What follows belongs to an exercise in optimizing a design on an open flow for small area, a short achievable clock period and few clock cycles; a production flow would make more cautious choices.
Only simulation tests tie the RTL to the original design; equivalence was not proved.
No activity file was given, so power comes from the tool's default toggle rates.

==> 04-03: inputs <==
==> flow/design.v (excerpt) <==
module island_engine (
    input  wire         clk,
    input  wire         rst,
    input  wire         start_valid,
    output reg          start_ready,
    input  wire [63:0]  node_valid,
    input  wire [63:0]  node_lit,
    input  wire [7:0]   min_lit,
    input  wire [6:0]   lit_min,
    input  wire [7:0]   persist,
    input  wire         rebase,
    input  wire         br_valid,
    output reg          br_ready,
    input  wire [5:0]   br_a,
    input  wire [5:0]   br_b,
    input  wire         br_conn,
    input  wire         br_last,
    output reg          done,
    output reg  [6:0]   count,
    output reg  [6:0]   nlit,
    output reg  [6:0]   nvalid,
    output reg  [15:0]  open_br,
    output reg          eval_valid,
    output reg  [1:0]   kind,
    output reg          island_local,
    output reg  [6:0]   base,
    output reg  [6:0]   ref_count,
    output wire [383:0] root,
    output wire [63:0]  counted
);
    localparam S_IDLE = 3'd0;    
    localparam S_BR   = 3'd1;    
    localparam S_BULK = 3'd2;    
    localparam S_CNT  = 3'd3;    
    localparam S_WAIT = 3'd4;    
    localparam S_POST = 3'd5;    
    reg [2:0] state;
    reg       st_bulk, st_cnt;   
    reg       init;              
    wire [383:0] lab;
    reg [63:0] t;
    reg [63:0] v;
    reg [63:0] l;
    reg [7:0]  min_lit_q;
    reg [6:0]  lit_min_q;
    reg [7:0]  persist_q;
    reg        a_full;
    reg [5:0]  a_a, a_b;
    reg        a_conn, a_last;
  ...
clock: 10.0 ns
lec_check: 0
cap_margin: 20
core_margin: 2
core_utilization: 40
slew_margin: 20
standard.sh (not shown) runs the stock make flow with config.mk's settings and CLKGATE_MAP_FILE= SYNTH_SCRIPT=/design/flow/synth_recipe.tcl, a recipe that flattens the netlist after the stock synthesis.
==> flow/flow/run.sh <==
#!/bin/bash
set -euo pipefail
export SETUP_SLACK_MARGIN=6.6
export BUFFER_PORTS_ARGS="-buffer_cell sky130_fd_sc_hd__buf_1"
bash standard.sh > standard_flow.log 2>&1
==> 04-16 (differences from 04-03) <==
--- a/flow/design.v
+++ b/flow/design.v
@@ -31,15 +31,14 @@
     localparam S_IDLE = 3'd0;    
     localparam S_BR   = 3'd1;    
     localparam S_BULK = 3'd2;    
     localparam S_CNT  = 3'd3;    
     localparam S_WAIT = 3'd4;    
     localparam S_POST = 3'd5;    
     reg [2:0] state;
-    reg       st_bulk, st_cnt;   
     reg       init;              
     wire [383:0] lab;
     reg [63:0] t;
     reg [63:0] v;
     reg [63:0] l;
     reg [7:0]  min_lit_q;
     reg [6:0]  lit_min_q;
@@ -57,15 +56,15 @@
     localparam T_NONE = 3'd0, T_V = 3'd1, T_L = 3'd2, T_C = 3'd3, T_S = 3'd4;
     reg [3:0]  grp [0:7];
     reg [2:0]  g_tag;
     reg [5:0]  g_r;
     reg [6:0]  cnt;
     reg [2:0]  c_tag;
     reg [5:0]  c_r;
-    reg [4:0]  ph;               
+    reg [3:0]  ph;               
     reg [8:0]  acc;              
     reg        pend_rebase;
     reg [7:0]  up;
     reg [7:0]  down;
     assign counted     = l;
     assign root = lab;
     integer i, k;
@@ -125,27 +124,28 @@
                     assign lab[6*gi +: 6] = q;
                 end else begin : g_part
                     assign lab[6*gi +: 6] = {{(6-W){1'b0}}, q};
                 end
             end
         end
     endgenerate
-    wire        in_cnt = st_cnt;
-    wire        in_bulk = st_bulk && (ph[4:1] != 4'd0);
-    wire [63:0] v_clr = in_cnt ? eq : ~t;
+    wire        in_cnt = (state == S_CNT);
+    wire        in_bulk = ((state == S_BR && w_last) || state == S_BULK) && (ph[3:1] != 3'd0);
+    wire [63:0] t_fin   = t | mark;
+    wire [63:0] v_clr = in_cnt ? eq : ~t_fin;
     wire [63:0] v_left = v & ~v_clr;
     reg  [5:0]  first_left;
     always @* begin
         first_left = 6'd0;
         for (i = 63; i >= 0; i = i - 1)
             if (v_left[i]) first_left = i[5:0];
     end
     wire        min1 = (min_lit_q == 8'd1);
-    wire [63:0] pc_in = (ph == 5'd0) ? v :
-                        l & ({64{ph == 5'd1}} | v_clr);
+    wire [63:0] pc_in = (ph == 4'd0) ? v :
+                        l & ({64{ph == 4'd1}} | v_clr);
     reg  [3:0]  grp_c [0:7];
     reg  [7:0]  pb;
     reg         s0, c0, s1, c1, s2, c2, c3, s4, c4, c5;
     always @* begin
         for (i = 0; i < 8; i = i + 1) begin
             pb = pc_in[8*i +: 8];
             {c0, s0} = {1'b0, pb[0]} + {1'b0, pb[1]} + {1'b0, pb[2]};
@@ -157,22 +157,21 @@
             grp_c[i][2] = c4 ^ c5;
             grp_c[i][3] = c4 & c5;
         end
     end
     wire [6:0] grp_sum = ({3'd0, grp[0]} + {3'd0, grp[1]}) + ({3'd0, grp[2]} + {3'd0, grp[3]})
                    + ({3'd0, grp[4]} + {3'd0, grp[5]}) + ({3'd0, grp[6]} + {3'd0, grp[7]});
     wire ge = ({1'b0, cnt} >= min_lit_q);
-    wire [3:0]  sstep = ph[3:0] - 4'd4;
-    wire [2:0]  step  = sstep[3:1];
-    wire [6:0]  c100  = 7'd100;
-    wire [9:0]  t_l   = c100[step] ? {3'd0, nlit} : 10'd0;
-    wire [9:0]  t_v   = lit_min_q[step] ? {3'd0, nvalid} : 10'd0;
-    wire [9:0]  acc_s = {acc[8], acc} + (sstep[0] ? (10'd0 - t_v) : t_l);
-    wire        ev_step  = (ph >= 5'd4) && (ph <= 5'd17);
-    wire        ev_ready = (ph == 5'd18);
+    wire [2:0]  step = ph[2:0] - 3'd4;
+    wire [6:0]  c100 = 7'd100;
+    wire [9:0]  t_l = c100[step] ? {3'd0, nlit} : 10'd0;
+    wire [9:0]  t_v = lit_min_q[step] ? {3'd0, nvalid} : 10'd0;
+    wire [9:0]  acc_s = {acc[8], acc} + t_l - t_v;     
+    wire        ev_step = (ph >= 4'd4) && (ph <= 4'd10);
+    wire        ev_ready = (ph == 4'd11);
     wire       gt   = (count > ref_count);
     wire       lt   = (count < ref_count);
     wire       p0   = (persist_q == 8'd0);
     wire       upc  = ({1'b0, up} + 9'd1 >= {1'b0, persist_q});
     wire       dnc  = ({1'b0, down} + 9'd1 >= {1'b0, persist_q});
     wire       upf  = gt ? upc : p0;
     wire       dnf  = lt ? dnc : p0;
@@ -182,16 +181,14 @@
     wire state_br_n   = !rst && ((state == S_IDLE && start_go) || (state == S_BR && !w_last));
     wire a_full_n     = !rst && (a_take || (a_full && !a_go));
     wire got_last_n   = start_go ? 1'b0 : (got_last || (a_go && a_last));
     always @(posedge clk) begin
         done <= 1'b0;
         init <= 1'b0;
         start_ready <= state_idle_n;
-        st_bulk     <= !rst && ((state == S_BR && w_last) || (state == S_BULK && !in_bulk));
-        st_cnt      <= !rst && (in_cnt || in_bulk) && (v_left != 64'd0);
         br_ready    <= !a_full_n || (state_br_n && !got_last_n);
         a_full      <= a_full_n;
         got_last    <= got_last_n;
         if (a_take) begin
             a_a    <= br_a;
             a_b    <= br_b;
             a_conn <= br_conn;
@@ -221,27 +218,27 @@
         end
         for (k = 0; k < 64; k = k + 1)
             t[k] <= !init && (t[k] || mark[k]);
         for (i = 0; i < 8; i = i + 1)
             grp[i] <= grp_c[i];
         g_tag <= T_NONE;
         if (state == S_BR || state == S_BULK || state == S_CNT) begin
-            if (ph == 5'd0) g_tag <= T_V;
-            if (ph == 5'd1) g_tag <= T_L;
+            if (ph == 4'd0) g_tag <= T_V;
+            if (ph == 4'd1) g_tag <= T_L;
         end
         g_r   <= hi_w;
         cnt   <= grp_sum;
         c_tag <= g_tag;
         c_r   <= g_r;
         if (c_tag == T_V) nvalid <= cnt;
         if (c_tag == T_L) nlit   <= cnt;
         if (c_tag == T_S && min1) count <= cnt;
         if (c_tag == T_C && ge) count <= count + 7'd1;
-        if (ph != 5'd31 && state != S_IDLE) ph <= ph + 5'd1;
-        if (ev_step) acc <= sstep[0] ? acc_s[9:1] : acc_s[8:0];
+        if (ph != 4'd15 && state != S_IDLE) ph <= ph + 4'd1;
+        if (ev_step) acc <= acc_s[9:1];
         if (ev_ready) eval_valid <= (nvalid != 7'd0) && !acc[8];
         if (in_cnt || in_bulk) v <= v_left;
         for (k = 0; k < 64; k = k + 1) begin
             if ((in_cnt || (in_bulk && !min1)) && v_clr[k])
                 l[k] <= 1'b0;
             else if (c_tag == T_C && c_r == k[5:0])
                 l[k] <= ge;
@@ -252,38 +249,36 @@
                     v         <= node_valid;
                     l         <= node_lit & node_valid;
                     min_lit_q <= min_lit;
                     lit_min_q <= lit_min;
                     persist_q <= persist;
                     pend_rebase <= pend_rebase | rebase;
                     init        <= 1'b1;
-                    ph          <= 5'd0;
+                    ph          <= 4'd0;
                     acc         <= 9'd0;
                     state       <= S_BR;
                 end
             end
-            S_BR: begin
-                if (w_last)
-                    state <= S_BULK;
-            end
-            S_BULK: begin
+            S_BR, S_BULK: begin
                 if (in_bulk) begin
                     g_tag <= T_S;
                     hi_w  <= first_left;
                     state <= (v_left == 64'd0) ? S_WAIT : S_CNT;
+                end else if (w_last) begin
+                    state <= S_BULK;
                 end
             end
             S_CNT: begin
                 g_tag <= T_C;
                 hi_w  <= first_left;
                 if (v_left == 64'd0)
                     state <= S_WAIT;
             end
             S_WAIT: begin
-                if (g_tag == T_NONE && ph >= 5'd19)
+                if (g_tag == T_NONE && ph >= 4'd12)
                     state <= S_POST;
             end
             S_POST: begin
                 if (eval_valid) begin
                     if (pend_rebase) begin
                         pend_rebase  <= 1'b0;
                         base         <= count;
==> flow/flow/run.sh (replaced) <==
#!/bin/bash
set -euo pipefail
export SETUP_SLACK_MARGIN=6.4
export BUFFER_PORTS_ARGS="-buffer_cell sky130_fd_sc_hd__buf_1"
bash standard.sh > standard_flow.log 2>&1
==> notes.md <==
Critical path depth: 04-16 is lower than 04-03 (6).
Area after synthesis is about the same in 04-03 and 04-16.
Of 04-16 and 04-03, 04-16 has the higher first-iteration DRC count (gap 5.1%, measured against 04-03).
Worst setup slack: 04-03 is better than 04-16 (210 ps).
Of 04-03 and 04-16, 04-03 has the higher sequential cell count (gap 3).
In 04-16 the sequential power is larger than in 04-03, by about 15%.
Testbench counts of 04-03, summed over its fixed seeds: cycles 19,605.
Testbench counts of 04-16, summed over its fixed seeds: cycles 19,413.

## separate check: timing with driven ports
Ports are ideal in the flow. The routed layouts listed here were re-timed in OpenROAD.
Step 1: set_driving_cell puts a clkbuf_16 on clk and a buf_2 on each other input, an assumption about the parent block.
Step 2 adds t to the input delays and takes it off the output delays; t is the mean of the earliest and latest rising clock arrival at the registers after step 1. Input paths then give back, and output paths get back, about the clock's delay inside the block.
Slacks: ideal / step 1 / step 2; pairs: ideal / step 1.
run | t (ns) | setup slack, ns | slew at the worst register clock pin (ns)
04-03 | 0.773 | 6.428 / 6.428 / 5.972 | 0.07 / 0.07
04-16 | 0.760 | 6.215 / 6.215 / 5.857 | 0.07 / 0.07
After both steps setup and hold are still met in every run listed. The setup slack of 04-03, which loses most, moves by 0.000 ns with the drivers and by -0.456 ns with both steps.
